What follows belongs to an exercise in optimizing a design on an open flow for small area and a short achievable clock period; a production flow would make more cautious choices.
Only simulation tests tie the RTL to the original design; equivalence was not proved.
Power figures rest on the tool's default switching activity, not on a simulated workload.

**flow/flow/run.sh**
```bash
#!/bin/bash
# Own flow: the standard synthesis, then the combinational logic replaced
# by the gate-level netlist of flow/netgen.py (same registers: names and cell
# type), checked equivalent to the standard synthesis by yosys; then the
# standard layout, with plain buffers on the ports instead of the delay cells
# buffer_ports picks by default. If the generated netlist fails a check, the
# standard synthesis's netlist is laid out instead.
set -euo pipefail
HERE=$(pwd)
R=$HERE/orfs/results/$FLOW_PLATFORM/mem_ecc_codec/base
LIB=$FLOW_HOME/platforms/$FLOW_PLATFORM/lib/sky130_fd_sc_hd__tt_025C_1v80.lib
bash standard.sh synth > make_synth.log 2>&1
cp $R/1_2_yosys.v $HERE/synth_standard.v
USE=synth_standard.v
# generator options (structure and drive strengths), if any
set -a; [ -f flow/netgen.env ] && . flow/netgen.env; set +a
if LIB=$LIB python3 flow/netgen.py $HERE/net_gen.v > netgen.log 2>&1; then
  yosys -p "read_liberty -lib $LIB; read_verilog net_gen.v; hierarchy -top $FLOW_TOP; opt_clean -purge; write_verilog -noattr -noexpr net_norm.v" > yosys_norm.log 2>&1
  timeout 900 yosys -p "read_liberty -ignore_miss_func $LIB; read_verilog synth_standard.v; rename $FLOW_TOP gold; read_verilog net_norm.v; rename $FLOW_TOP gate; flatten gold gate; opt_clean; equiv_make gold gate equiv; hierarchy -top equiv; equiv_simple; equiv_status -assert" > yosys_equiv.log 2>&1 \
    && python3 - <<'PY' > regcheck.log 2>&1 && USE=net_final.v
# give each flip-flop the instance name the standard synthesis gave the same
# register (the suffix after '$' depends on how yosys read its reset/enable),
# then require the same names and cell types
import re, sys
pat = re.compile(r'(sky130_fd_sc_hd__df\w+)\s+\\([^\s$]+)(\$\S*)?\s')
std = {m.group(2): (m.group(1), m.group(2) + (m.group(3) or '')) for m in pat.finditer(open('synth_standard.v').read())}
txt = open('net_norm.v').read()
def ren(m):
    base = m.group(2)
    if base not in std: sys.exit('no standard register ' + base)
    return m.group(1) + ' \\' + std[base][1] + ' '
txt2 = pat.sub(ren, txt)
open('net_final.v', 'w').write(txt2)
a = sorted(std.values())
b = sorted((m.group(1), m.group(2) + (m.group(3) or '')) for m in pat.finditer(txt2))
print(len(a), len(b))
sys.exit(0 if a == b and a else 1)
PY
fi
echo "laying out $USE" > netlist_choice.log
cp $HERE/$USE $R/1_2_yosys.v
rm -f $R/1_synth.odb $R/1_synth.sdc
bash standard.sh BUFFER_PORTS_ARGS="-buffer_cell sky130_fd_sc_hd__buf_1" finish > make_finish.log 2>&1
```
**flow/flow/joint.py**
```python
from paar import *
import sys
SC=2
def mk_rows(SC):
    R=[]
    for i in range(8):
        R.append(set([k for k in range(64) if HC[k]>>i&1]+[64+i]))
    for b in range(4):
        R.append(set([4*j+b for j in range(8)]+[64+b,68+b]))
    for b in range(4):
        s=set()
        for j in range(8):
            for bb in range(4):
                if mula(1<<bb,(j-SC)%15)>>b&1: s^={4*j+bb}
        for bb in range(4):
            if mula(1<<bb,(8-SC)%15)>>b&1: s^={64+bb}
            if mula(1<<bb,(9-SC)%15)>>b&1: s^={68+bb}
        R.append(s)
    # x9 = a^3 B + a^11 A ; x8 = A + x9 (data only)
    A=[set(4*j+b for j in range(8)) for b in range(4)]
    B=[]
    for b in range(4):
        s=set()
        for j in range(8):
            for bb in range(4):
                if mula(1<<bb,j)>>b&1: s^={4*j+bb}
        B.append(s)
    def mul(vec,n):
        res=[set() for _ in range(4)]
        for bb in range(4):
            y=mula(1<<bb,n)
            for b in range(4):
                if y>>b&1: res[b]^=vec[bb]
        return res
    x9=[a^b for a,b in zip(mul(B,3),mul(A,11))]
    x8=[a^b for a,b in zip(A,x9)]
    return R+x9+x8
if __name__=='__main__':
    for SC in [0,1,2,3]:
        R=mk_rows(SC)
        res=[]
        for seed in range(30):
            g,o,d=paar(R,72,20,seed)
            dep=[d[x] for x in o]
            res.append((len(g), max(dep[:8]), max(dep[8:12]), max(dep[12:16]), max(dep[16:24]), seed))
        res.sort()
        ok=[r for r in res if r[2]<=5 and r[3]<=5 and r[1]<=5]
        print(SC, res[0], ok[:2])
```
**flow/flow/netgen.py**
```python
#!/usr/bin/env python3
"""Generate the gate-level netlist of mem_ecc_codec (sky130hd cells) that the
version's own flow lays out in place of the standard synthesis's netlist.

The netlist implements the same register set (names and cell type) and the
same equations as rtl/mem_ecc_codec.v.  Regular parts (XOR trees, nibble
predecode, match lines, corrections, muxes) are built here gate by gate;
irregular small functions are mapped with yosys/abc (area script).

usage: netgen.py OUT.v      (verifies by simulation against a Python model)
"""
import os, re, sys, random, subprocess, tempfile, itertools
sys.path.insert(0, os.path.dirname(os.path.abspath(__file__)))
from paar import rows, paar, mula, HC

LIB = os.environ.get('LIB', '/OpenROAD-flow-scripts/flow/platforms/sky130hd/lib/sky130_fd_sc_hd__tt_025C_1v80.lib')
P = 'sky130_fd_sc_hd__'

# ---------------------------------------------------------------- liberty
def read_lib(path):
    funcs = {}
    cur = None; pin = None; direction = None
    for line in open(path):
        m = re.match(r'\s*cell \("?(\w+)"?\)', line)
        if m:
            cur = m.group(1); funcs[cur] = {}; continue
        m = re.match(r'\s*pin \("?(\w+)"?\)', line)
        if m:
            pin = m.group(1); continue
        m = re.match(r'\s*function : "([^"]*)"', line)
        if m and cur and pin:
            funcs[cur][pin] = m.group(1)
    return funcs
LIBF = read_lib(LIB)

def pyfunc(expr):
    e = expr.replace('!', '~')
    e = re.sub(r'~\s*(\w+)', r'(M^\1)', e)
    e = re.sub(r'~\s*\(', r'M^(', e)
    names = sorted(set(re.findall(r'[A-Za-z_]\w*', e)) - {'M'})
    code = 'lambda M,' + ','.join(names) + ': ' + e
    return names, eval(code)

# ---------------------------------------------------------------- netlist
class Net:
    def __init__(self):
        self.cells = []          # (type, instname, {pin: net})
        self.k = 0
        self.outs = {}           # output pin name per type
    def new(self):
        self.k += 1
        return f'_n{self.k}_'
    def g(self, typ, **pins):
        t = P + typ
        fo = LIBF[t]
        outp = [p for p in fo if p not in ('VPWR', 'VGND', 'VPB', 'VNB') and p not in pins]
        outp = [p for p in outp if p in ('X', 'Y', 'Q', 'SUM', 'COUT', 'Q_N')]
        assert len(outp) == 1, (typ, outp)
        o = self.new()
        self.k += 1
        self.cells.append((t, f'_c{self.k}_', dict(pins, **{outp[0]: o})))
        return o
    def inst(self, t, name, pins):
        self.cells.append((t, name, pins))

N = Net()
def XOR(a, b): return N.g('xor2_1', A=a, B=b)
def XNOR(a, b): return N.g('xnor2_1', A=a, B=b)
def INV(a): return N.g('inv_1', A=a)
def NAND2(a, b): return N.g('nand2_1', A=a, B=b)
def NOR2(a, b): return N.g('nor2_1', A=a, B=b)
def NOR3(a, b, c): return N.g('nor3_1', A=a, B=b, C=c)
def AND2(a, b): return N.g('and2_1', A=a, B=b)
def MUX2(a0, a1, s): return N.g('mux2_1', A0=a0, A1=a1, S=s)
def MUX2I(a0, a1, s): return N.g('mux2i_1', A0=a0, A1=a1, S=s)
def A21OI(a1, a2, b1): return N.g('a21oi_1', A1=a1, A2=a2, B1=b1)
def NOR2B(a, bn): return N.g('nor2b_1', A=a, B_N=bn)

# ---------------------------------------------------------------- abc blocks
ABC_SCRIPT = ('strash; dch -f; balance; rewrite; refactor; balance; rewrite; rewrite -z; balance; '
              'refactor -z; rewrite -z; balance; dch -f; balance; rewrite; refactor; balance; rewrite; '
              'rewrite -z; balance; refactor -z; rewrite -z; balance; dch -f; amap; mfs2; strash; dch -f; map -a; topo')
DONT_USE = ['probe_p_8', 'probec_p_8', 'lpflow_*', 'mux4_*', 'fa_*', 'ha_*', 'maj3_*', 'xor3_*', 'xnor3_*',
            'dlygate*', 'dlymetal*', 'clkdly*', 'buf_*', 'clkbuf_*', 'bufbuf*', 'bufinv*', 'clkinvlp*',
            'einv*', 'ebuf*', 'dl*', 'df*', 'sdf*', 'sed*', 'edf*', 'conb*', 'tap*', 'decap*', 'fill*', 'diode*',
            'macro*', 'o2111*', 'a2111*']

ABC_FAST = os.environ.get('ABC_FAST', 'strash; dch -f; map; topo')
def abc_block(name, src, ins, outs, script=None):
    if script is None:
        script = ABC_FAST if name in os.environ.get('FAST_BLOCKS', 'lines,rsloc,hhit,hpos').split(',') else ABC_SCRIPT
    """Map module `name` (Verilog src; scalar ports) with abc; ins/outs map port -> net."""
    d = tempfile.mkdtemp()
    vin = os.path.join(d, 'in.v'); vout = os.path.join(d, 'out.v'); sc = os.path.join(d, 'abc.script')
    open(vin, 'w').write(src); open(sc, 'w').write(script)
    du = ' '.join(f'-dont_use {P}{c}' for c in DONT_USE)
    cmd = (f'read_verilog {vin}; synth -flatten -top {name}; abc -liberty {LIB} {du} -script {sc}; '
           f'opt_clean -purge; write_verilog -noattr {vout}')
    r = subprocess.run(['yosys', '-q', '-p', cmd], capture_output=True, text=True)
    if r.returncode:
        print(r.stdout, r.stderr); raise SystemExit('yosys failed for ' + name)
    txt = open(vout).read()
    local = {}
    def net(x):
        x = x.strip()
        if x in ins: return ins[x]
        if x in outs: return outs[x]
        if x in ("1'h0", "1'b0"): raise SystemExit('constant in ' + name)
        if x not in local: local[x] = N.new()
        return local[x]
    for a, b in re.findall(r'assign\s+(\S+)\s*=\s*(\S+)\s*;', txt):
        # a = b : an output driven straight by an input or another net
        raise SystemExit(f'assign in block {name}: {a} = {b}')
    for typ, inst, body in re.findall(r'(sky130_fd_sc_hd__\w+)\s+(\S+)\s*\((.*?)\);', txt, re.S):
        pins = {p: net(n) for p, n in re.findall(r'\.(\w+)\(([^)]*)\)', body)}
        N.k += 1
        N.cells.append((typ, f'_c{N.k}_', pins))

# ---------------------------------------------------------------- ports
D = [f'in_data[{k}]' for k in range(64)]
C = [f'in_check[{i}]' for i in range(8)]
OP = ['in_op[0]', 'in_op[1]']

def emit_tree(R, innets, tries=None, inv=None):
    """XOR network for rows R (sets of input indices); inv[i]: output i inverted."""
    tries = tries or int(os.environ.get('TRIES', '60'))
    best = None
    for s in range(tries):
        g, o, d = paar(R, len(innets), 20, s)
        key = (max(d[x] for x in o), len(g))
        if best is None or key < best[0]:
            best = (key, g, o)
    _, g, o = best
    inv = inv or [False] * len(o)
    nin = len(innets)
    uses = {}
    for a, b in g:
        uses[a] = uses.get(a, 0) + 1; uses[b] = uses.get(b, 0) + 1
    for x in o: uses[x] = uses.get(x, 0) + 1
    flip = set(x for x, iv in zip(o, inv) if iv and x >= nin and uses[x] == 1)
    nets = list(innets)
    for i, (a, b) in enumerate(g):
        nets.append(XNOR(nets[a], nets[b]) if nin + i in flip else XOR(nets[a], nets[b]))
    res = []
    for x, iv in zip(o, inv):
        res.append(nets[x] if (not iv or x in flip) else INV(nets[x]))
    return res

SC = int(os.environ.get('SC', '0'))   # the RS tree computes S1' = alpha^-SC * S1 (fewer terms)

def build():
    if os.environ.get('JOINT', '1') == '1':
        # one shared XOR network for all 24 linear outputs, check bits as leaves
        from joint import mk_rows
        R24 = mk_rows(SC)
        outs = emit_tree(R24, D + C, inv=[True] * 16 + [False] * 8)
        hs_n, s0_n, s1p_n = outs[0:8], outs[8:12], outs[12:16]
        x9, x8 = outs[16:20], outs[20:24]
    else:
        raise SystemExit('JOINT=0 no longer supported')
    s1_n = []                                              # ~S1 = ~(alpha^SC * S1')
    for b in range(4):
        terms = [bb for bb in range(4) if mula(1 << bb, SC) >> b & 1]
        assert 1 <= len(terms) <= 2
        s1_n.append(s1p_n[terms[0]] if len(terms) == 1 else XNOR(s1p_n[terms[0]], s1p_n[terms[1]]))
    # flags and muxes
    op0, op1 = OP
    sel_c = N.g('or2_1', A=op0, B=op1)
    cD = [MUX2(x8[i] if i < 4 else x9[i - 4], C[i], sel_c) for i in range(8)]
    tD = [MUX2I(s0_n[i] if i < 4 else s1_n[i - 4], hs_n[i], op1) for i in range(8)]
    slotD = D[32:48]
    upD = D[48:64]
    dD = D[0:32] + slotD + upD
    # registers
    Q = {}
    def reg(name, idx, d):
        nm = f'{name}[{idx}]' if idx is not None else name
        qn = '\\' + nm + ' '
        kind = '$_SDFF_PN0_' if name in ('out_valid', 'v_q') else '$_DFF_P_'
        isport = name.startswith('out_')
        q = nm if isport else qn
        N.inst(P + 'dfxtp_1', '\\' + nm + kind + ' ', {'CLK': 'clk', 'D': d, 'Q': q})
        return q
    dq = [reg('d_q', k, dD[k]) for k in range(64)]
    cq = [reg('c_q', i, cD[i]) for i in range(8)]
    tq = [reg('t_q', i, tD[i]) for i in range(8)]
    op1q = reg('op1_q', None, op1)
    decq = reg('dec_q', None, op0)
    hdecq = reg('hdec_q', None, AND2(op0, op1))
    rdecq = reg('rdec_q', None, NOR2B(op1, op0))
    vq = reg('v_q', None, AND2('rst_n', 'in_valid'))

    # ---------------- output side
    tn = [INV(tq[i]) for i in range(8)]
    lit = lambda b, v: tq[b] if v else tn[b]          # literal true when t[b] == v
    nlit = lambda b, v: tn[b] if v else tq[b]         # its complement
    pl = [NOR2(nlit(0, w & 1), nlit(1, w >> 1 & 1)) for w in range(4)]   # t[1:0] == w
    ph = [NOR2(nlit(2, w & 1), nlit(3, w >> 1 & 1)) for w in range(4)]   # t[3:2] == w
    lo_n = [NAND2(pl[v & 3], ph[v >> 2]) for v in range(16)]
    hdec_n = INV(hdecq)
    p54 = [NOR2(nlit(4, w & 1), nlit(5, w >> 1 & 1)) for w in range(4)]
    p76 = [NOR2(nlit(6, w & 1), nlit(7, w >> 1 & 1)) for w in range(4)]
    hi_n = [NAND2(p54[u & 3], p76[u >> 2]) for u in range(16)]
    hm = [NOR3(lo_n[HC[k] & 15], hi_n[HC[k] >> 4], hdec_n) for k in range(64)]
    hcf = [NOR3(lo_n[1 << i], hi_n[0], hdec_n) for i in range(4)] + [NOR3(lo_n[0], hi_n[1 << i], hdec_n) for i in range(4)]
    # RS residue lines from the predecoded nibbles: OR of the one-hot lines
    LG = {}
    x = 1
    for i in range(15): LG[x] = i; x = mula(x, 1)
    def or_of_neg(ns):
        if len(ns) <= 4: return N.g(f'nand{len(ns)}_1', **dict(zip('ABCD', ns)))
        assert len(ns) == 5
        return N.g('or2b_1', A=N.g('nand4_1', A=ns[0], B=ns[1], C=ns[2], D=ns[3]), B_N=ns[4])
    def res_lines(nl, mod):
        return [or_of_neg([nl[v] for v in range(1, 16) if LG[v] % mod == r]) for r in range(mod)]
    a0, a1 = res_lines(lo_n, 3), res_lines(hi_n, 3)
    b0, b1 = res_lines(lo_n, 5), res_lines(hi_n, 5)
    # RS locator: jm3 / jm5 = one-hot of j mod 3 / j mod 5 (from the residue
    # lines in d_q[47:32]); e[j] = rdec & jm3[j % 3] & jm5[j % 5]
    jm3_n = [N.g('a222oi_1', A1=a0[0], A2=a1[r % 3], B1=a0[1], B2=a1[(1 + r) % 3], C1=a0[2], C2=a1[(2 + r) % 3])
             for r in range(3)]
    jm5_n = []
    for r in range(5):
        x = N.g('a222oi_1', A1=b0[0], A2=b1[r % 5], B1=b0[1], B2=b1[(1 + r) % 5], C1=b0[2], C2=b1[(2 + r) % 5])
        y = N.g('a22oi_1', A1=b0[3], A2=b1[(3 + r) % 5], B1=b0[4], B2=b1[(4 + r) % 5])
        jm5_n.append(AND2(x, y))
    rdec_n = INV(rdecq)
    e = [NOR3(jm3_n[j % 3], jm5_n[j % 5], rdec_n) for j in range(10)]
    s0g = tq[0:4]
    # OR trees: positive inputs -> (positive, negative) output
    def split(xs, k):
        g = -(-len(xs) // k)
        q, r = divmod(len(xs), g)
        out, i = [], 0
        for j in range(g):
            m = q + (1 if j < r else 0)
            out.append(xs[i:i + m]); i += m
        return out
    def or_tree(xs, pos=True):
        xs = list(xs)
        neg = False            # polarity of the current list (True: each is the NOR of its group)
        while len(xs) > 1 or neg != (not pos):
            if len(xs) == 1:
                xs = [INV(xs[0])]; neg = not neg; continue
            if not neg:
                groups = split(xs, 3 if len(xs) > 4 else len(xs))
                xs = [g[0] if len(g) == 1 else N.g(f'nor{len(g)}_1', **dict(zip('ABCD', g))) for g in groups]
                # a group of one was not inverted: invert it to keep polarity uniform
                xs = [INV(x) if len(g) == 1 else x for x, g in zip(xs, groups)]
                neg = True
            else:
                groups = split(xs, 4)
                xs = [INV(g[0]) if len(g) == 1 else N.g(f'nand{len(g)}_1', **dict(zip('ABCD', g))) for g in groups]
                neg = False
        return xs[0]
    # status: st0 = any correction, st1 = decode & syndrome != 0 & no correction
    allhit = hm + hcf + e
    nz = NAND2(N.g('nor4_1', A=tq[0], B=tq[1], C=tq[2], D=tq[3]), N.g('nor4_1', A=tq[4], B=tq[5], C=tq[6], D=tq[7]))
    # NOR/NAND levels down to two negative partials, then st0 = NAND, st1 = AND4
    xs = [N.g(f'nor{len(g)}_1', **dict(zip('ABCD', g))) for g in split(allhit, 4)]      # negative
    xs = [N.g(f'nand{len(g)}_1', **dict(zip('ABCD', g))) for g in split(xs, 4)]          # positive
    xs = [N.g(f'nor{len(g)}_1', **dict(zip('ABCD', g))) for g in split(xs, 3)]          # negative
    assert len(xs) == 2, len(xs)
    st0 = NAND2(xs[0], xs[1])
    st1 = N.g('and4_1', A=xs[0], B=xs[1], C=nz, D=decq)
    # position: OR of the match lines of the positions with the bit set
    pos = []
    for b in range(7):
        t = [hm[k] for k in range(64) if k >> b & 1]
        t += [hcf[i] for i in range(8) if (64 + i) >> b & 1]
        t += [e[j] for j in range(10) if j >> b & 1]
        pos.append(or_tree(t, pos=True))
    # data outputs
    op1n = INV(op1q)
    out = {}
    for k in range(64):
        if k < 32:
            f_n = A21OI(s0g[k % 4], e[k // 4], hm[k])
            out[f'out_data[{k}]'] = XNOR(dq[k], f_n)
        else:
            out[f'out_data[{k}]'] = NOR2(XNOR(dq[k], hm[k]), op1n)
    senc = NOR2B(decq, op1q)
    for i in range(8):
        f_n = A21OI(s0g[i % 4], e[8 + i // 4], hcf[i])
        m = MUX2I(f_n, tn[i], senc)        # senc ? t : f
        out[f'out_check[{i}]'] = XOR(cq[i], m)
    out['out_status[0]'] = st0
    out['out_status[1]'] = st1
    dec_n = INV(decq)
    for i in range(8):
        out[f'out_syndrome[{i}]'] = NOR2(tn[i], dec_n)
    for b in range(7):
        out[f'out_pos[{b}]'] = pos[b]
    # output registers
    for o, n in out.items():
        m = re.match(r'(\w+)\[(\d+)\]', o)
        reg(m.group(1), int(m.group(2)), n)
    reg('out_valid', None, AND2('rst_n', vq))
    return out

# ---------------------------------------------------------------- simulation
def simulate(out, inputs, M):
    """Bit-parallel simulation. inputs: net -> int. Returns net values."""
    val = dict(inputs)
    cells = list(N.cells)
    funcs = {}
    pending = cells
    # registers are cut: their Q must be in inputs
    for it in range(1000):
        nxt = []
        for typ, inst, pins in pending:
            if typ.endswith('dfxtp_1'):
                continue
            fo = LIBF[typ]
            outp = [p for p in pins if p in fo]
            ins_ = [p for p in pins if p not in fo]
            if not all(pins[p] in val for p in ins_):
                nxt.append((typ, inst, pins)); continue
            for op_ in outp:
                key = (typ, op_)
                if key not in funcs: funcs[key] = pyfunc(fo[op_])
                names, f = funcs[key]
                val[pins[op_]] = f(M, *[val[pins[n]] for n in names]) & M
        if not nxt: break
        if len(nxt) == len(pending): raise SystemExit('combinational loop or undriven net: %s' % (nxt[0],))
        pending = nxt
    return val

def model(op, Dv, Cv, regs=None):
    pass

def verify(out, nvec=4000):
    rnd = random.Random(1)
    M = (1 << nvec) - 1
    # --- input side: random op/data/check; compare register D pins with a reference
    def rb(): return rnd.getrandbits(nvec)
    inputs = {n: rb() for n in D + C + OP + ['in_valid', 'rst_n']}
    for typ, inst, pins in N.cells:
        if typ.endswith('dfxtp_1'): inputs[pins['Q']] = 0
    val = simulate(out, inputs, M)
    regD = {inst: pins['D'] for typ, inst, pins in N.cells if typ.endswith('dfxtp_1')}
    def bit(x, i): return (x >> i) & 1
    errs = 0
    LG = {}
    e = 1
    for i in range(15): LG[e] = i; e = mula(e, 1)
    for v in range(nvec):
        d = sum(bit(inputs[D[k]], v) << k for k in range(64))
        c = sum(bit(inputs[C[i]], v) << i for i in range(8))
        op = bit(inputs[OP[0]], v) | bit(inputs[OP[1]], v) << 1
        hd = 0
        for k in range(64):
            if d >> k & 1: hd ^= HC[k]
        A = B = 0
        for j in range(8):
            x = d >> 4 * j & 15; A ^= x; B ^= mula(x, j)
        hs = hd ^ c
        s0 = A ^ (c & 15) ^ (c >> 4)
        s1 = B ^ mula(c & 15, 8) ^ mula(c >> 4, 9)
        x9 = mula(B, 3) ^ mula(A, 11); x8 = A ^ x9
        def lg3(x): return 0 if x == 0 else 1 << (LG[x] % 3)
        def lg5(x): return 0 if x == 0 else 1 << (LG[x] % 5)
        lines = lg3(s0) | lg3(s1) << 3 | lg5(s0) << 6 | lg5(s1) << 11
        op1 = op >> 1; op0 = op & 1
        exp = {}
        dq = d
        for k in range(64): exp[f'\\d_q[{k}]$_DFF_P_ '] = dq >> k & 1
        cqv = c if (op1 or op0) else (x9 << 4 | x8)
        for i in range(8): exp[f'\\c_q[{i}]$_DFF_P_ '] = cqv >> i & 1
        tqv = hs if op1 else (s1 << 4 | s0)
        for i in range(8): exp[f'\\t_q[{i}]$_DFF_P_ '] = tqv >> i & 1
        exp['\\op1_q$_DFF_P_ '] = op1; exp['\\dec_q$_DFF_P_ '] = op0
        exp['\\hdec_q$_DFF_P_ '] = op1 & op0; exp['\\rdec_q$_DFF_P_ '] = (1 - op1) & op0
        exp['\\v_q$_SDFF_PN0_ '] = bit(inputs['rst_n'], v) & bit(inputs['in_valid'], v)
        for inst, n in regD.items():
            if inst not in exp: continue
            if bit(val[n], v) != exp[inst]:
                errs += 1
                if errs < 5: print('input side mismatch', inst, v)
    print('input side errors', errs)
    # --- output side: random register values (consistent flags), compare outputs
    qnets = {inst: pins['Q'] for typ, inst, pins in N.cells if typ.endswith('dfxtp_1')}
    inputs = {}
    opv = [rnd.randrange(4) for _ in range(nvec)]
    tv = [rnd.randrange(256) if rnd.random() < 0.5 else (HC[rnd.randrange(64)] ^ (0 if rnd.random() < 0.7 else 1 << rnd.randrange(8))) for _ in range(nvec)]
    # for RS ops make t/lines consistent with a syndrome
    dv = [rnd.getrandbits(64) for _ in range(nvec)]
    cv = [rnd.getrandbits(8) for _ in range(nvec)]
    for v in range(nvec):
        if not (opv[v] >> 1):
            s0 = tv[v] & 15; s1 = tv[v] >> 4
            def lg3(x): return 0 if x == 0 else 1 << (LG[x] % 3)
            def lg5(x): return 0 if x == 0 else 1 << (LG[x] % 5)
            lines = lg3(s0) | lg3(s1) << 3 | lg5(s0) << 6 | lg5(s1) << 11
            pass
    def pack(f):
        x = 0
        for v in range(nvec):
            if f(v): x |= 1 << v
        return x
    for inst, qn in qnets.items():
        m = re.match(r'\\(\w+)(?:\[(\d+)\])?\$', inst)
        nm, idx = m.group(1), m.group(2)
        idx = int(idx) if idx else None
        if nm == 'd_q': inputs[qn] = pack(lambda v: dv[v] >> idx & 1)
        elif nm == 'c_q': inputs[qn] = pack(lambda v: cv[v] >> idx & 1)
        elif nm == 't_q': inputs[qn] = pack(lambda v: tv[v] >> idx & 1)
        elif nm == 'op1_q': inputs[qn] = pack(lambda v: opv[v] >> 1)
        elif nm == 'dec_q': inputs[qn] = pack(lambda v: opv[v] & 1)
        elif nm == 'hdec_q': inputs[qn] = pack(lambda v: opv[v] == 3)
        elif nm == 'rdec_q': inputs[qn] = pack(lambda v: opv[v] == 1)
        elif nm == 'v_q': inputs[qn] = pack(lambda v: 1)
        elif nm.startswith('out_'): inputs[qn] = 0
    for n in D + C + OP + ['in_valid', 'rst_n']: inputs[n] = 0
    val = simulate(out, inputs, M)
    for o_, n_ in out.items(): val[o_] = val[n_]
    errs = 0
    for v in range(nvec):
        op = opv[v]; t = tv[v]; d = dv[v]; c = cv[v]
        exp_data = d; exp_chk = c; st = 0; pos = 0; syn = 0
        if op == 0:
            exp_data = d & 0xFFFFFFFF; exp_chk = c
        elif op == 1:
            exp_data = d & 0xFFFFFFFF; syn = t
            s0 = t & 15; s1 = t >> 4
            if t == 0: st = 0
            elif s0 and s1:
                j = (LG[s1] - LG[s0]) % 15
                if j <= 9:
                    st = 1; pos = j
                    if j < 8: exp_data ^= s0 << 4 * j
                    else: exp_chk ^= s0 << 4 * (j - 8)
                else: st = 2
            else: st = 2
        elif op == 2:
            exp_chk = c ^ t
        else:
            syn = t
            if t == 0: st = 0
            else:
                st = 2
                for k in range(64):
                    if HC[k] == t: exp_data ^= 1 << k; st = 1; pos = k
                for i in range(8):
                    if t == 1 << i: exp_chk ^= t; st = 1; pos = 64 + i
        got_d = sum(bit(val[f'out_data[{k}]'], v) << k for k in range(64))
        got_c = sum(bit(val[f'out_check[{i}]'], v) << i for i in range(8))
        got_s = sum(bit(val[f'out_status[{i}]'], v) << i for i in range(2))
        got_y = sum(bit(val[f'out_syndrome[{i}]'], v) << i for i in range(8))
        got_p = sum(bit(val[f'out_pos[{i}]'], v) << i for i in range(7))
        if (got_d, got_c, got_s, got_y, got_p) != (exp_data, exp_chk, st, syn, pos):
            errs += 1
            if errs < 5: print('output mismatch op', op, hex(t), (hex(got_d), got_c, got_s, got_y, got_p), (hex(exp_data), exp_chk, st, syn, pos))
    print('output side errors', errs)
    return errs

def write(out, path):
    L = ['// Generated by netgen13.py: gate-level netlist of mem_ecc_codec (sky130hd).',
         'module mem_ecc_codec(clk, rst_n, in_valid, in_op, in_data, in_check, out_valid, out_data, out_check, out_status, out_syndrome, out_pos);',
         '  input clk; input rst_n; input in_valid; input [1:0] in_op; input [63:0] in_data; input [7:0] in_check;',
         '  output out_valid; output [63:0] out_data; output [7:0] out_check; output [1:0] out_status; output [7:0] out_syndrome; output [6:0] out_pos;']
    nets = set()
    for typ, inst, pins in N.cells:
        for p, n in pins.items():
            if not re.match(r'(in_|out_|clk|rst_n)', n): nets.add(n)
    # map output port nets: outputs are named nets; add assigns
    for n in sorted(nets): L.append(f'  wire {n};')
    for typ, inst, pins in N.cells:
        L.append(f'  {typ} {inst} (' + ', '.join(f'.{p}({n})' for p, n in pins.items()) + ');')

    L.append('endmodule')
    open(path, 'w').write('\n'.join(L) + '\n')

def upsize(out, fo_min):
    # drive strength 2 for cells whose output net has fo_min or more loads
    loads = {}
    for typ, inst, pins in N.cells:
        fo = LIBF[typ]
        for p, n in pins.items():
            if p not in fo: loads[n] = loads.get(n, 0) + 1
    for n in out.values(): loads[n] = loads.get(n, 0) + 1
    k = 0
    for i, (typ, inst, pins) in enumerate(N.cells):
        if typ.endswith('_1') and not typ.endswith('dfxtp_1'):
            fo = LIBF[typ]
            o = [n for p, n in pins.items() if p in fo][0]
            t2 = typ[:-2] + '_2'
            if loads.get(o, 0) >= fo_min and t2 in LIBF:
                N.cells[i] = (t2, inst, pins); k += 1
    print('upsized', k)

if __name__ == '__main__':
    out = build()
    if int(os.environ.get('FO_MIN', '0')) > 0:
        upsize(out, int(os.environ['FO_MIN']))
    area = 0.0
    cnt = {}
    for typ, inst, pins in N.cells:
        cnt[typ] = cnt.get(typ, 0) + 1
    import collections
    A = {}
    cur = None
    for line in open(LIB):
        m = re.match(r'\s*cell \("?(\w+)"?\)', line)
        if m: cur = m.group(1)
        m = re.match(r'\s*area\s*:\s*([0-9.]+)', line)
        if m and cur: A[cur] = float(m.group(1)); cur = None
    tot = sum(A[t] * n for t, n in cnt.items())
    print('cells', sum(cnt.values()), 'area', round(tot, 1))
    for t, n in sorted(cnt.items(), key=lambda x: -A[x[0]] * x[1])[:15]:
        print(f'  {t[len(P):]:12s} {n:4d} {A[t]*n:8.1f}')
    # unit-delay levels: inputs -> register D, register Q -> outputs
    drv = {}
    for typ, inst, pins in N.cells:
        if typ.endswith('dfxtp_1'): continue
        fo = LIBF[typ]
        for pn, n in pins.items():
            if pn in fo: drv[n] = (typ, pins)
    memo = {}
    def lev(n):
        if n in memo: return memo[n]
        if n not in drv: memo[n] = 0; return 0
        typ, pins = drv[n]
        fo = LIBF[typ]
        memo[n] = 1 + max(lev(x) for pn, x in pins.items() if pn not in fo)
        return memo[n]
    regd = [(inst, pins['D']) for typ, inst, pins in N.cells if typ.endswith('dfxtp_1')]
    worst = sorted(((lev(d), inst) for inst, d in regd), reverse=True)[:6]
    print('input side levels', worst)
    print('output side levels', sorted(((lev(n), o) for o, n in out.items()), reverse=True)[:8])
    errs = verify(out)
    write(out, sys.argv[1])
    sys.exit(1 if errs else 0)
```
**flow/flow/paar.py**
```python
import random, itertools, sys, heapq
HC=[v for v in range(256) if bin(v).count('1')==3][:56]+[v for v in range(256) if bin(v).count('1')==5][:8]
def mula(x,n):
    for _ in range(n):
        x=((x<<1)&15)^(3 if x&8 else 0)
    return x
def rows():
    # inputs: d0..d63 (idx 0..63), cm0..cm7 (64..71)
    R=[]
    for i in range(8):
        R.append(set([k for k in range(64) if HC[k]>>i&1]+[64+i]))
    # s0 bit b
    for b in range(4):
        R.append(set([4*j+b for j in range(8)]+[64+b,68+b]))
    for b in range(4):
        s=set()
        for j in range(8):
            for bb in range(4):
                if mula(1<<bb,j)>>b&1: s.add(4*j+bb)
        for bb in range(4):
            if mula(1<<bb,8)>>b&1: s.add(64+bb)
            if mula(1<<bb,9)>>b&1: s.add(68+bb)
        R.append(s)
    return R
def paar(R, nin, maxd, seed):
    rnd=random.Random(seed)
    R=[set(r) for r in R]
    depth=[0]*nin
    gates=[]
    while True:
        cnt={}
        for r in R:
            l=sorted(r)
            for a,b in itertools.combinations(l,2):
                if max(depth[a],depth[b])+1<=maxd:
                    cnt[(a,b)]=cnt.get((a,b),0)+1
        if not cnt: break
        m=max(cnt.values())
        if m<2: break
        cands=[p for p,c in cnt.items() if c==m]
        # prefer shallow
        md=min(max(depth[a],depth[b]) for a,b in cands)
        cands=[p for p in cands if max(depth[p[0]],depth[p[1]])==md]
        a,b=rnd.choice(cands)
        n=len(depth); depth.append(max(depth[a],depth[b])+1); gates.append((a,b))
        for r in R:
            if a in r and b in r:
                r.discard(a); r.discard(b); r.add(n)
    # final trees
    outs=[]
    for r in R:
        h=[(depth[x],x) for x in r]; heapq.heapify(h)
        while len(h)>1:
            d1,a=heapq.heappop(h); d2,b=heapq.heappop(h)
            n=len(depth); depth.append(max(d1,d2)+1); gates.append((a,b)); heapq.heappush(h,(depth[n],n))
        outs.append(h[0][1])
    return gates, outs, depth
if __name__=='__main__':
    R=rows()
    for maxd in [4,5,6,7,20]:
        best=None
        for s in range(int(sys.argv[1]) if len(sys.argv)>1 else 20):
            g,o,d=paar(R,72,maxd,s)
            key=(len(g),max(d[x] for x in o))
            if best is None or key<best: best=key
        print(maxd,best)
    R8=rows()[:8]
    print('hsiao only', min(len(paar(R8,72,20,s)[0]) for s in range(10)))
    R8=rows()[8:]
    print('rs only', min(len(paar(R8,72,20,s)[0]) for s in range(10)))
```
**flow/standard.sh**
```bash
#!/bin/bash
# synth_recipe.tcl (not shown) runs the flow's synth.tcl, then flattens the netlist and writes it again
# the make line also repeats each setting of config.mk as NAME=value (left out here)
make -C /OpenROAD-flow-scripts/flow DESIGN_CONFIG=/design/flow/config.mk WORK_HOME=/design/flow/orfs CLKGATE_MAP_FILE= SYNTH_SCRIPT=/design/flow/synth_recipe.tcl "${@:-finish}"
```
**flow/config.mk**
```make
export PLATFORM = sky130hd
export DESIGN_NAME = mem_ecc_codec
export DESIGN_NICKNAME = mem_ecc_codec
export VERILOG_FILES = /design/flow/design.v
export SDC_FILE = /design/flow/constraint.sdc
export NUM_CORES = 4
export LEC_CHECK = 0
export CAP_MARGIN = 20
export CORE_MARGIN = 2
export CORE_UTILIZATION = 65
export CTS_BUF_LIST = sky130_fd_sc_hd__clkbuf_8
export CTS_CLUSTER_SIZE = 30
export SETUP_SLACK_MARGIN = 5.0
export SLEW_MARGIN = 20
```
**flow/constraint.sdc**
```tcl
create_clock -name core_clock -period 8.0 [get_ports {clk}]
set_input_delay 1.6000 -clock core_clock [delete_from_list [all_inputs] [get_ports {clk}]]
set_output_delay 1.6000 -clock core_clock [all_outputs]
set_load 0.01 [all_outputs]
```
**flow/design.v**
```verilog
module mem_ecc_codec (
    input  wire        clk,
    input  wire        rst_n,
    input  wire        in_valid,
    input  wire [1:0]  in_op,
    input  wire [63:0] in_data,
    input  wire [7:0]  in_check,
    output reg         out_valid,
    output reg  [63:0] out_data,
    output reg  [7:0]  out_check,
    output reg  [1:0]  out_status,
    output reg  [7:0]  out_syndrome,
    output reg  [6:0]  out_pos
);
    localparam [511:0] HCOL = {
        8'h57,8'h4F,8'h3E,8'h3D,8'h3B,8'h37,8'h2F,8'h1F,8'hE0,8'hD0,8'hC8,8'hC4,8'hC2,8'hC1,8'hB0,8'hA8,
        8'hA4,8'hA2,8'hA1,8'h98,8'h94,8'h92,8'h91,8'h8C,8'h8A,8'h89,8'h86,8'h85,8'h83,8'h70,8'h68,8'h64,
        8'h62,8'h61,8'h58,8'h54,8'h52,8'h51,8'h4C,8'h4A,8'h49,8'h46,8'h45,8'h43,8'h38,8'h34,8'h32,8'h31,
        8'h2C,8'h2A,8'h29,8'h26,8'h25,8'h23,8'h1C,8'h1A,8'h19,8'h16,8'h15,8'h13,8'h0E,8'h0D,8'h0B,8'h07};
    function [3:0] mul_a;
        input [3:0] x;
        input [3:0] n;
        reg   [3:0] p;
        integer     i;
        begin
            p = x;
            for (i = 0; i < 15; i = i + 1)
                if (i < n) p = {p[2:0], 1'b0} ^ (p[3] ? 4'h3 : 4'h0);
            mul_a = p;
        end
    endfunction
    wire dec = in_op[0];
    wire [7:0] hs;
    wire [3:0] s0, s1, x9, x8;
    wire xj0 = in_data[2] ^ in_data[23];
    wire xj1 = in_data[22] ^ in_data[25];
    wire xj2 = in_data[15] ^ in_data[18];
    wire xj3 = in_data[19] ^ in_data[27];
    wire xj4 = in_data[5] ^ in_data[21];
    wire xj5 = in_data[1] ^ in_data[13];
    wire xj6 = in_data[4] ^ in_data[16];
    wire xj7 = in_data[26] ^ in_data[29];
    wire xj8 = in_data[28] ^ xj1;
    wire xj9 = in_data[10] ^ in_data[30];
    wire xj10 = in_data[0] ^ in_data[12];
    wire xj11 = in_data[3] ^ in_data[24];
    wire xj12 = in_data[17] ^ in_data[20];
    wire xj13 = in_data[11] ^ in_data[31];
    wire xj14 = in_data[6] ^ in_data[9];
    wire xj15 = in_data[8] ^ in_data[14];
    wire xj16 = xj0 ^ xj4;
    wire xj17 = in_data[7] ^ xj3;
    wire xj18 = in_data[58] ^ in_data[59];
    wire xj19 = in_check[3] ^ in_check[7];
    wire xj20 = in_data[57] ^ in_data[62];
    wire xj21 = in_data[56] ^ in_data[61];
    wire xj22 = xj2 ^ xj14;
    wire xj23 = xj5 ^ xj6;
    wire xj24 = xj12 ^ xj15;
    wire xj25 = xj7 ^ xj16;
    wire xj26 = in_data[1] ^ in_data[4];
    wire xj27 = in_data[6] ^ in_data[22];
    wire xj28 = in_check[2] ^ in_check[5];
    wire xj29 = in_data[60] ^ in_data[63];
    wire xj30 = in_data[27] ^ in_data[31];
    wire xj31 = in_data[21] ^ in_data[30];
    wire xj32 = xj20 ^ xj21;
    wire xj33 = in_data[28] ^ xj6;
    wire xj34 = in_data[14] ^ xj9;
    wire xj35 = in_check[6] ^ xj19;
    wire xj36 = xj3 ^ xj11;
    wire xj37 = xj24 ^ xj26;
    wire xj38 = xj13 ^ xj23;
    wire xj39 = in_data[32] ^ in_data[47];
    wire xj40 = in_data[37] ^ in_data[46];
    wire xj41 = in_data[3] ^ in_data[15];
    wire xj42 = in_data[0] ^ in_check[0];
    wire xj43 = in_data[9] ^ in_data[25];
    wire xj44 = in_data[50] ^ in_data[51];
    wire xj45 = in_data[33] ^ in_data[60];
    wire xj46 = in_data[38] ^ in_data[48];
    wire xj47 = in_data[42] ^ in_data[44];
    wire xj48 = in_data[43] ^ in_data[52];
    wire xj49 = in_data[35] ^ in_data[45];
    wire xj50 = in_data[11] ^ in_data[36];
    wire xj51 = in_check[1] ^ in_check[4];
    wire xj52 = in_data[53] ^ in_data[54];
    wire xj53 = in_data[13] ^ in_data[19];
    wire xj54 = in_data[17] ^ in_data[49];
    wire xj55 = in_data[39] ^ in_data[40];
    wire xj56 = in_data[10] ^ in_data[23];
    wire xj57 = in_data[34] ^ in_data[55];
    wire xj58 = in_data[24] ^ in_check[0];
    wire xj59 = in_data[2] ^ in_check[2];
    wire xj60 = in_data[8] ^ in_check[4];
    wire xj61 = in_data[16] ^ xj53;
    wire xj62 = xj5 ^ xj43;
    wire xj63 = in_data[41] ^ xj49;
    wire xj64 = in_data[63] ^ xj30;
    wire xj65 = in_data[26] ^ xj27;
    wire xj66 = xj9 ^ xj10;
    wire xj67 = xj18 ^ xj29;
    wire xj68 = xj44 ^ xj52;
    wire xj69 = xj10 ^ xj11;
    wire xj70 = xj2 ^ xj13;
    wire xj71 = in_data[7] ^ xj0;
    wire xj72 = in_data[7] ^ xj42;
    wire xj73 = xj46 ^ xj55;
    wire xj74 = xj8 ^ xj22;
    wire xj75 = xj31 ^ xj36;
    wire xj76 = in_data[20] ^ xj33;
    wire xj77 = xj2 ^ xj17;
    wire xj78 = xj7 ^ xj8;
    wire xj79 = xj28 ^ xj35;
    wire xj80 = in_data[29] ^ xj62;
    wire xj81 = in_data[5] ^ xj8;
    wire xj82 = in_data[0] ^ xj38;
    wire xj83 = xj22 ^ xj25;
    wire xj84 = xj37 ^ xj81;
    wire xj85 = xj66 ^ xj77;
    wire xj86 = in_data[20] ^ in_data[26];
    wire xj87 = in_data[38] ^ in_data[50];
    wire xj88 = in_data[56] ^ xj9;
    wire xj89 = xj20 ^ xj50;
    wire xj90 = xj86 ^ xj87;
    wire xj91 = xj16 ^ xj23;
    wire xj92 = xj63 ^ xj67;
    wire xj93 = xj72 ^ xj88;
    wire xj94 = xj89 ^ xj90;
    wire xj95 = xj91 ^ xj92;
    wire xj96 = xj93 ^ xj94;
    wire xj97 = xj95 ^ xj96;
    wire xj98 = in_data[10] ^ in_data[35];
    wire xj99 = in_data[39] ^ in_data[42];
    wire xj100 = in_data[51] ^ in_check[1];
    wire xj101 = xj18 ^ xj27;
    wire xj102 = xj40 ^ xj98;
    wire xj103 = xj99 ^ xj100;
    wire xj104 = xj32 ^ xj64;
    wire xj105 = xj69 ^ xj101;
    wire xj106 = xj102 ^ xj103;
    wire xj107 = xj37 ^ xj104;
    wire xj108 = xj105 ^ xj106;
    wire xj109 = xj107 ^ xj108;
    wire xj110 = in_data[3] ^ in_data[37];
    wire xj111 = in_data[40] ^ in_data[58];
    wire xj112 = xj4 ^ xj10;
    wire xj113 = xj29 ^ xj39;
    wire xj114 = xj48 ^ xj50;
    wire xj115 = xj59 ^ xj110;
    wire xj116 = xj111 ^ xj32;
    wire xj117 = xj112 ^ xj113;
    wire xj118 = xj114 ^ xj115;
    wire xj119 = xj74 ^ xj116;
    wire xj120 = xj117 ^ xj118;
    wire xj121 = xj119 ^ xj120;
    wire xj122 = in_data[15] ^ in_data[19];
    wire xj123 = in_data[44] ^ in_data[53];
    wire xj124 = in_data[59] ^ in_check[3];
    wire xj125 = xj11 ^ xj15;
    wire xj126 = xj45 ^ xj122;
    wire xj127 = xj123 ^ xj124;
    wire xj128 = xj32 ^ xj71;
    wire xj129 = xj73 ^ xj125;
    wire xj130 = xj126 ^ xj127;
    wire xj131 = xj80 ^ xj128;
    wire xj132 = xj129 ^ xj130;
    wire xj133 = xj131 ^ xj132;
    wire xj134 = in_data[5] ^ in_data[18];
    wire xj135 = in_data[34] ^ in_data[41];
    wire xj136 = in_data[43] ^ in_data[54];
    wire xj137 = xj7 ^ xj14;
    wire xj138 = xj21 ^ xj47;
    wire xj139 = xj54 ^ xj60;
    wire xj140 = xj134 ^ xj135;
    wire xj141 = xj136 ^ xj17;
    wire xj142 = xj33 ^ xj67;
    wire xj143 = xj137 ^ xj138;
    wire xj144 = xj139 ^ xj140;
    wire xj145 = xj141 ^ xj142;
    wire xj146 = xj143 ^ xj144;
    wire xj147 = xj145 ^ xj146;
    wire xj148 = in_data[12] ^ in_data[45];
    wire xj149 = in_data[46] ^ in_data[48];
    wire xj150 = in_data[57] ^ in_data[61];
    wire xj151 = in_check[5] ^ xj18;
    wire xj152 = xj39 ^ xj45;
    wire xj153 = xj54 ^ xj57;
    wire xj154 = xj148 ^ xj149;
    wire xj155 = xj150 ^ xj34;
    wire xj156 = xj61 ^ xj70;
    wire xj157 = xj151 ^ xj152;
    wire xj158 = xj153 ^ xj154;
    wire xj159 = xj155 ^ xj156;
    wire xj160 = xj157 ^ xj158;
    wire xj161 = xj159 ^ xj160;
    wire xj162 = in_data[20] ^ in_data[23];
    wire xj163 = in_data[24] ^ in_data[32];
    wire xj164 = in_data[33] ^ in_data[52];
    wire xj165 = in_data[62] ^ in_check[6];
    wire xj166 = xj31 ^ xj57;
    wire xj167 = xj162 ^ xj163;
    wire xj168 = xj164 ^ xj165;
    wire xj169 = xj64 ^ xj68;
    wire xj170 = xj166 ^ xj167;
    wire xj171 = xj168 ^ xj78;
    wire xj172 = xj169 ^ xj170;
    wire xj173 = xj171 ^ xj172;
    wire xj174 = in_data[36] ^ in_data[47];
    wire xj175 = in_data[49] ^ in_data[55];
    wire xj176 = in_check[7] ^ xj40;
    wire xj177 = xj47 ^ xj48;
    wire xj178 = xj174 ^ xj175;
    wire xj179 = xj63 ^ xj68;
    wire xj180 = xj73 ^ xj176;
    wire xj181 = xj177 ^ xj178;
    wire xj182 = xj179 ^ xj180;
    wire xj183 = xj181 ^ xj182;
    wire xj184 = xj10 ^ xj58;
    wire xj185 = xj60 ^ xj184;
    wire xj186 = xj76 ^ xj185;
    wire xj187 = in_data[17] ^ in_check[1];
    wire xj188 = in_check[5] ^ xj4;
    wire xj189 = xj187 ^ xj188;
    wire xj190 = xj80 ^ xj189;
    wire xj191 = in_data[18] ^ in_check[6];
    wire xj192 = xj59 ^ xj191;
    wire xj193 = xj34 ^ xj65;
    wire xj194 = xj192 ^ xj193;
    wire xj195 = in_data[23] ^ xj13;
    wire xj196 = xj19 ^ xj41;
    wire xj197 = xj17 ^ xj195;
    wire xj198 = xj196 ^ xj197;
    wire xj199 = in_data[31] ^ in_check[7];
    wire xj200 = xj28 ^ xj56;
    wire xj201 = xj199 ^ xj61;
    wire xj202 = xj72 ^ xj200;
    wire xj203 = xj78 ^ xj201;
    wire xj204 = xj202 ^ xj203;
    wire xj205 = xj12 ^ xj51;
    wire xj206 = xj8 ^ xj17;
    wire xj207 = xj34 ^ xj205;
    wire xj208 = xj38 ^ xj79;
    wire xj209 = xj206 ^ xj207;
    wire xj210 = xj208 ^ xj209;
    wire xj211 = xj58 ^ xj24;
    wire xj212 = xj70 ^ xj25;
    wire xj213 = xj79 ^ xj211;
    wire xj214 = xj212 ^ xj213;
    wire xj215 = in_data[12] ^ xj51;
    wire xj216 = xj35 ^ xj215;
    wire xj217 = xj74 ^ xj75;
    wire xj218 = xj216 ^ xj217;
    wire xj219 = in_data[3] ^ xj76;
    wire xj220 = xj83 ^ xj219;
    wire xj221 = in_data[9] ^ in_data[22];
    wire xj222 = in_data[26] ^ xj0;
    wire xj223 = xj12 ^ xj221;
    wire xj224 = xj222 ^ xj223;
    wire xj225 = xj224 ^ xj85;
    wire xj226 = in_data[18] ^ in_data[21];
    wire xj227 = xj56 ^ xj226;
    wire xj228 = xj36 ^ xj227;
    wire xj229 = xj228 ^ xj82;
    wire xj230 = in_data[2] ^ in_data[11];
    wire xj231 = in_data[19] ^ xj230;
    wire xj232 = xj231 ^ xj84;
    wire xj233 = in_data[8] ^ xj69;
    wire xj234 = xj233 ^ xj83;
    wire xj235 = in_data[20] ^ xj1;
    wire xj236 = xj5 ^ xj235;
    wire xj237 = xj25 ^ xj236;
    wire xj238 = xj85 ^ xj237;
    wire xj239 = in_data[14] ^ xj0;
    wire xj240 = xj65 ^ xj239;
    wire xj241 = xj75 ^ xj240;
    wire xj242 = xj82 ^ xj241;
    wire xj243 = xj30 ^ xj41;
    wire xj244 = xj71 ^ xj243;
    wire xj245 = xj244 ^ xj84;
    assign hs[0] = xj97;
    assign hs[1] = xj109;
    assign hs[2] = xj121;
    assign hs[3] = xj133;
    assign hs[4] = xj147;
    assign hs[5] = xj161;
    assign hs[6] = xj173;
    assign hs[7] = xj183;
    assign s0[0] = xj186;
    assign s0[1] = xj190;
    assign s0[2] = xj194;
    assign s0[3] = xj198;
    assign s1[0] = xj204;
    assign s1[1] = xj210;
    assign s1[2] = xj214;
    assign s1[3] = xj218;
    assign x9[0] = xj220;
    assign x9[1] = xj225;
    assign x9[2] = xj229;
    assign x9[3] = xj232;
    assign x8[0] = xj234;
    assign x8[1] = xj238;
    assign x8[2] = xj242;
    assign x8[3] = xj245;
    reg        v_q, op1_q, dec_q, hdec_q, rdec_q;
    reg [63:0] d_q;
    reg [7:0]  c_q;
    reg [7:0]  t_q;
    always @(posedge clk) begin
        if (!rst_n) v_q <= 1'b0;
        else        v_q <= in_valid;
        op1_q  <= in_op[1];
        dec_q  <= in_op[0];
        hdec_q <= in_op[1] & in_op[0];
        rdec_q <= ~in_op[1] & in_op[0];
        d_q    <= in_data;
        c_q    <= (in_op[1] | dec) ? in_check : {x9, x8};
        t_q    <= in_op[1] ? hs : {s1, s0};
    end
    reg [15:0] lo, hi;
    integer    v;
    always @* begin
        for (v = 0; v < 16; v = v + 1) begin
            lo[v] = (t_q[3:0] == v[3:0]);
            hi[v] = (t_q[7:4] == v[3:0]);
        end
    end
    wire [63:0] hm;
    genvar g;
    generate for (g = 0; g < 64; g = g + 1) begin : g_hm
        assign hm[g] = lo[HCOL[8*g +: 4]] & hi[HCOL[8*g+4 +: 4]] & hdec_q;
    end endgenerate
    wire [7:0] hcf = {hi[8] & lo[0], hi[4] & lo[0], hi[2] & lo[0], hi[1] & lo[0],
                      lo[8] & hi[0], lo[4] & hi[0], lo[2] & hi[0], lo[1] & hi[0]} & {8{hdec_q}};
    wire [2:0] a0 = {lo[4] | lo[5] | lo[6] | lo[9] | lo[14], lo[2] | lo[3] | lo[7] | lo[11] | lo[13],
                     lo[1] | lo[8] | lo[10] | lo[12] | lo[15]};
    wire [2:0] a1 = {hi[4] | hi[5] | hi[6] | hi[9] | hi[14], hi[2] | hi[3] | hi[7] | hi[11] | hi[13],
                     hi[1] | hi[8] | hi[10] | hi[12] | hi[15]};
    wire [4:0] b0 = {lo[3] | lo[9] | lo[10], lo[5] | lo[8] | lo[13], lo[4] | lo[11] | lo[15],
                     lo[2] | lo[12] | lo[14], lo[1] | lo[6] | lo[7]};
    wire [4:0] b1 = {hi[3] | hi[9] | hi[10], hi[5] | hi[8] | hi[13], hi[4] | hi[11] | hi[15],
                     hi[2] | hi[12] | hi[14], hi[1] | hi[6] | hi[7]};
    reg  [2:0] jm3;
    reg  [4:0] jm5;
    reg  [9:0] re;
    integer    r, q, j;
    always @* begin
        for (r = 0; r < 3; r = r + 1) begin
            jm3[r] = 1'b0;
            for (q = 0; q < 3; q = q + 1) jm3[r] = jm3[r] | (a0[q] & a1[(q + r) % 3]);
        end
        for (r = 0; r < 5; r = r + 1) begin
            jm5[r] = 1'b0;
            for (q = 0; q < 5; q = q + 1) jm5[r] = jm5[r] | (b0[q] & b1[(q + r) % 5]);
        end
        for (j = 0; j < 10; j = j + 1) re[j] = rdec_q & jm3[j % 3] & jm5[j % 5];
    end
    wire [3:0] s0q = t_q[3:0];
    reg [31:0] rfl;
    integer    k, i;
    always @* begin
        for (k = 0; k < 8; k = k + 1) rfl[4*k +: 4] = s0q & {4{re[k]}};
    end
    wire [7:0] rcf = {s0q & {4{re[9]}}, s0q & {4{re[8]}}};
    reg [6:0] ps;
    always @* begin
        ps = 7'd0;
        for (k = 0; k < 64; k = k + 1) if (hm[k]) ps = ps | k[6:0];
        for (i = 0; i < 8; i = i + 1) if (hcf[i]) ps = ps | (7'd64 + i[6:0]);
        for (j = 0; j < 10; j = j + 1) if (re[j]) ps = ps | j[6:0];
    end
    wire anyhit = |hm | |hcf | |re;
    wire senc   = op1_q & ~dec_q;
    always @(posedge clk) begin
        if (!rst_n) out_valid <= 1'b0;
        else        out_valid <= v_q;
        out_data[31:0]  <= d_q[31:0] ^ (hm[31:0] | rfl);
        out_data[63:32] <= (d_q[63:32] ^ hm[63:32]) & {32{op1_q}};
        out_check       <= c_q ^ (senc ? t_q : (hcf | rcf));
        out_status      <= {dec_q & (t_q != 8'h00) & ~anyhit, anyhit};
        out_syndrome    <= t_q & {8{dec_q}};
        out_pos         <= ps;
    end
endmodule
```
==> results_dict.tcl, run 1 <==
set metrics [dict create \
    wl_per_cell_um 21.52 \
    intPower_uw 1718 \
    critPathKind "in -> reg" \
    cts_sinks 175 \
    port_buffers 166 \
    worstHoldStart "d_q[9]$_DFF_P_" \
    crit_required_ns 8.35 \
    max_freq_mhz 321.1 \
    num_antenna_cells 0 \
    switching_power_uw 1330 \
    cts_tree "yes" \
    crit_path_cell_trace "buf_1 -> xor2_2 -> xor2_2 -> xor2_1 -> xor2_1 -> xnor2_1 -> mux2i_1" \
    tns_ns 0 \
    first_pass_iters 13 \
    start_util_pct 65.81 \
    ant_nets 0 \
    slowest_stage "xor2_1" \
    syn_area_um2 8611 \
    drv_slew 0 \
    ios 167 \
    slowest_delay_ns 0.38 \
    dp_cells 1278 \
    drc 0 \
    top_layer "met4" \
    final_cells 1322 \
    worstSetupEndpointType "flip-flop" \
    arrival_ns 3.47 \
    cts_made_buffers 17 \
    globalplace.congestion 1.119 \
    reg2reg_to "out_data[24]$_DFF_P_" \
    antenna_found_initial 1 \
    path_clk_slew_ns 0.10 \
    ir_drop_mv 0.2099 \
    worst_slew_pin_slew_ns 1.033 \
    area_growth_pct 20.42 \
    grt_pass1_vias 7289 \
    min_to "out_data[9]$_DFF_P_" \
    synth.net_count 1009 \
    path_buf_inv 1 \
    core_area_um2 13090 \
    met2_length_um 13360 \
    grt_overflow 0 \
    power_frac_comb_pct 43.2 \
    drv_cap 0 \
    slew_headroom_pct 31.04 \
    clk_path_buf_depth 2 \
    skew_ns 0.01103 \
    routed_wl_um 28450 \
    hp-class "reg -> reg" \
    drt_iter0_drc 1142 \
    cp_top_family "XOR/XNOR gates" \
    grt_usage_pct 39.14 \
    power_frac_seq_pct 36.7 \
    p_per_area_nw_per_um2 294.0 \
    fp-row-count 42 \
    hold_viol 0 \
    rsz0062_at_grt "yes" \
    fin_crit_sh_pct 38.93 \
    die_h_um 119.1 \
    finalSetupViolCount 0 \
    r2r_start "t_q[2]$_DFF_P_" \
    cts-root-buf "clkbuf_8" \
    p_clk_share_pct 20.1 \
    hold_depth 1 \
    dieArea_um2 14180 \
    critPathLaunchType "input port" \
    leakage_uw 0.004171 \
    switching_share_pct 43.65 \
    run_status "complete, no violations" \
    nNetsFinal 1210 \
    clk_latency_ns 0.49 \
    synth_cells 932 \
    htree_levels 4 \
    drive_gt1_share_pct 10.99 \
    cts_hold_buf 0 \
    wl_met3_um 2941 \
    period_minus_slack_ns 3.115 \
    grt_max_degree 73 \
    avgSynthCellArea_um2 9.239 \
    yosysWarnings 1 \
    drt-met1-wl_um 10640 \
    die_w_um 119.1 \
    detailed_place_hpwl_um 21100 \
    rrSetupSlack_ns 4.93 \
    fillers 878 \
    viasPerCell 6.052 \
    reg2reg_depth 10 \
    via_count 8001 \
    grt_pass1_wl_um 41520 \
    path_max_fanout 3 \
]
==> cell usage in the layout, fill, tap and decap left out, types with 10 or more instances in the layout <==
cell type / instances
xor2_1: 212
inv_1: 16
xnor2_1: 80
dfxtp_1: 171
nand4_1: 22
nand3_1: 22
nor3_1: 149
nand2_1: 21
xor2_2: 22
a21oi_1: 40
buf_4: 16
buf_2: 10
nor2_1: 62
nand2_2: 13
nor4_1: 21
clkbuf_8: 19
buf_1: 149
mux2i_1: 16
==> how the worst max path moves through the flow <==
stage,from,endpoint,slack (ns),cells past startpoint
3_3_place_gp,in_data[1],c_q[6]$_DFF_P_,4.39,7
4_1_cts,in_data[11],t_q[5]$_DFF_P_,4.97,7
6_report,in_data[61],t_q[1]$_DFF_P_,4.89,7
2_1_floorplan,in_data[1],c_q[2]$_DFF_P_,5.00,6
3_5_place_dp,in_data[1],c_q[6]$_DFF_P_,4.38,7
5_1_grt,t_q[1]$_DFF_P_,out_status[1]$_DFF_P_,4.86,12
==> routing by layer <==
layer,GRT usage [%],vias to the layer above
li1,-,3582
met1,50.52,3678
met2,62.82,598
met3,7.998,143
met4,18.75,0
met5,0,-
==> final cells by class <==
class                           instances  area [µm²]  share of cell area (%)
Multi-Input combinational cell        739        5425                   52.32
Sequential cell                       175        3508                   33.84
Clock inverter                         13       121.4                   1.171
Clock buffer                           19       261.5                   2.522
Tap cell                              176       220.2                   2.124
Timing Repair Buffer                  182       764.5                   7.373
Inverter                               18       67.56                  0.6516
==> registers in the layout (all words and copies together) (netlist names) <==
register      cells
t_q               8
out_check         8
out_syndrome      8
out_data         64
dec_q             1
c_q               8
op1_q             1
hdec_q            1
d_q              64
out_status        2
rdec_q            1
out_valid         1
out_pos           7
v_q               1
==> metrics by stage <==
step / instance area (µm²) / power, µW / utilization [%] / setup slack [ns] / hold slack (ns)
2_1_floorplan: 8753 / 1881 / - / 5.002 / 0.4095
5_1_grt: 10370 / 3159 / 79.24 / 4.856 / 0.4394
3_5_place_dp: 9627 / 2225 / 73.57 / 4.383 / 0.4210
4_1_cts: 10130 / 2896 / 77.42 / 4.974 / 0.4333
6_report: 10370 / 3048 / 79.24 / 4.885 / 0.4319
3_3_place_gp: 9627 / 2217 / 73.57 / 4.394 / 0.4165
==> power by group through the flow <==
| stage | Combinational [µW] | Clock [µW] | Sequential (µW) |
|---|---|---|---|
| 2_1_floorplan | 758 | 0 | 1120 |
| 3_3_place_gp | 1100 | 0 | 1120 |
| 3_5_place_dp | 1100 | 0 | 1120 |
| 4_1_cts | 1180 | 607 | 1110 |
| 5_1_grt | 1390 | 644 | 1120 |
| 6_report | 1320 | 612 | 1120 |
==> what timing repair did <==
action	in CTS	in global routing
pin swaps	3	7
resized for setup	27	44
setup buffers	4	8
endpoints found under the setup margin	51	45
==> run 2, diff against run 1 <==
--- a/flow/config.mk
+++ b/flow/config.mk
@@ -8,7 +8,8 @@
 export CAP_MARGIN = 20
 export CORE_MARGIN = 2
-export CORE_UTILIZATION = 65
+export CORE_UTILIZATION = 55
 export CTS_BUF_LIST = sky130_fd_sc_hd__clkbuf_8
 export CTS_CLUSTER_SIZE = 30
+export PLACE_DENSITY = 0.75
 export SETUP_SLACK_MARGIN = 5.0
 export SLEW_MARGIN = 20
==> run 2 against run 1 <==
Worst setup slack better by 0.090 ns. Register-to-register slack better by 0.05 ns. Largest power group unchanged. Combinational power about the same. Area after synthesis unchanged. Die area up 18%. Total power up 0.63%. Non-clock buffer count down 3. Sequential power about the same. Still clean on timing, DRC and antenna. Sequential cell count unchanged.
==> results_dict.tcl, run 2 <==
set metrics [dict create \
    run_status "complete, no violations" \
    final_common_cell "xor2_1" \
    tns_ns 0 \
    area_growth_pct 20.95 \
    path_max_fanout 14 \
    die_w_um 129.1 \
    postLayoutCoreUtil_pct 68.26 \
    clk_path_buf_depth 2 \
    grt_overflow 0 \
    fin_crit_sh_pct 37.81 \
    first_pass_iters 5 \
    max_freq_mhz 330.6 \
    cts-root-buf "clkbuf_8" \
    reg2reg_depth 13 \
    path_clk_slew_ns 0.11 \
    finalSetupViolCount 0 \
    antenna_found_initial 0 \
    rsz0062_at_grt "yes" \
    num_antenna_cells 0 \
    port_buffers 166 \
    grt_pass1_wl_um 43080 \
    hp-class "reg -> reg" \
    critPathKind "reg -> reg" \
    multi_input_area_um2 5413 \
    period_minus_slack_ns 3.025 \
    fp-row-count 45 \
    wl_per_cell_um 21.63 \
    ir_drop_mv 0.1743 \
    drv_slew 0 \
    p_per_area_nw_per_um2 294.5 \
    fillers 1217 \
    yosysWarnings 1 \
    clk_latency_ns 0.50 \
    drc 0 \
    dieArea_um2 16670 \
    arrival_ns 3.40 \
    worst_slew_pin_slew_ns 1.094 \
    htree_levels 4 \
    cts_hold_buf 0 \
    die_h_um 129.1 \
    hold_ws_ns 0.4380 \
    routed_wl_um 29290 \
    globalplace.congestion 1.021 \
    grt_usage_pct 34.98 \
    cts_sinks 175 \
    reg_top3 "d_q x64, out_data x64" \
    avgSynthCellArea_um2 9.239 \
    viasPerCell 5.849 \
    core_area_um2 15260 \
    nNetsFinal 1207 \
    leakage_uw 0.004160 \
    grt_pass1_vias 7203 \
    drt_iter0_drc 920 \
    mostFrequentLayoutCells "215 x xor2_1, 171 x dfxtp_1, 152 x buf_1" \
    slew_headroom_pct 26.52 \
    ant_nets 0 \
    grt_max_degree 73 \
    hold_viol 0 \
    cts_made_buffers 17 \
    synth_cells 932 \
    critPathLaunchType "flip-flop" \
    via_count 7920 \
    ios 167 \
    syn_area_um2 8611 \
    drive_gt1_share_pct 9.974 \
    hold_depth 1 \
    drv_cap 0 \
    cts_tree "yes" \
    regArea_um2 3518 \
    worstSetupEndpointType "flip-flop" \
    start_util_pct 56.43 \
    crit_required_ns 8.38 \
    detailed_place_hpwl_um 22600 \
    synth.net_count 1009 \
    skew_ns 0.01307 \
]
run 2: per-layer routing:
layer	wire [µm]	GRT usage, %	part of all wire, %
met2	13860	57.71	47
met3	2143	5.987	7.3
met1	12060	45.85	41
met4	1221	13.87	4.2
met5	0	0	0
run 2: layout make-up:
class                           instances  share of cell area, %
Multi-Input combinational cell        739                  51.97
Timing Repair Buffer                  179                  7.160
Clock buffer                           17                  2.247
Tap cell                              211                  2.535
Sequential cell                       175                  33.78
Clock inverter                         15                  1.658
Inverter                               18                 0.6487
run 2: per-stage QoR:
| step | worst slack, ns | instances | power, µW | cell area (µm²) |
|---|---|---|---|---|
| CTS | 4.977 | 1351 | 2951 | 10210 |
| global route | 4.925 | 1354 | 3200 | 10420 |
| global placement | 4.345 | 1311 | 2236 | 9656 |
| finish | 4.975 | 1354 | 3067 | 10420 |
| detailed placement | 4.319 | 1311 | 2245 | 9656 |
| floorplan | 5.002 | 932 | 1881 | 8753 |
run 2: path summary, 6_finish.rpt:
| kind | from | to | slack [ns] |
|---|---|---|---|
| max reg2reg | t_q[3]$_DFF_P_ | out_pos[0]$_SDFF_PP1_ | 4.98 |
| min reg2reg | d_q[16]$_DFF_P_ | out_data[16]$_DFF_P_ | 0.44 |
| max | t_q[3]$_DFF_P_ | out_pos[0]$_SDFF_PP1_ | 4.98 |
| min | d_q[16]$_DFF_P_ | out_data[16]$_DFF_P_ | 0.44 |
run 2: worst max-delay path, cell delays in order (launching register included):
cell and delay (ns):
dfxtp_4 0.43, inv_1 0.14, nor2_1 0.11, nand2_2 0.23, nand4_1 0.16, or2b_1 0.28
a222oi_1 0.35, buf_4 0.19, nor3_1 0.06, buf_4 0.21, nor2_1 0.11, nand3_1 0.10
nor4_1 0.41, inv_1 0.12
run 2: power by group:
group	internal, µW	leakage [µW]	switching [µW]	total (µW)
Combinational	467	0.00248	838	1300
Clock	263	0.000204	378	641
Sequential	1010	0.00147	114	1120
Total	1740	0.00416	1330	3070
run 2: repair_timing:
item,in CTS,in global routing
pin swaps,8,2
endpoints found under the setup margin,54,50
setup buffers,8,2
gates resized for setup,26,42

## static timing again, ports no longer ideal
The results above use ideal ports. As a check the final layouts listed here were re-extracted and re-timed, cells and wires unchanged.
Step 1 sets driving cells, clkbuf_16 on the clock port and buf_2 on the other inputs (assumed; they add their load-dependent delay and slew).
Step 2 also shifts input and output timing later by t, the mid clock arrival at the registers, as if the neighbouring blocks saw the same clock.
a / b / c = ideal / step 1 / step 2; a / b = the first two.
run | shift t [ns] | setup WS [ns] | clock arrival spread, ns
run 1 | 0.524 | 4.885 / 4.904 / 4.381 | 0.011 / 0.011
run 2 | 0.530 | 4.975 / 4.975 / 4.504 | 0.014 / 0.014
After both steps setup and hold are still met in every run listed. For run 1, which loses most, drivers alone change the setup slack by +0.019 ns; drivers and shift together by -0.504 ns.
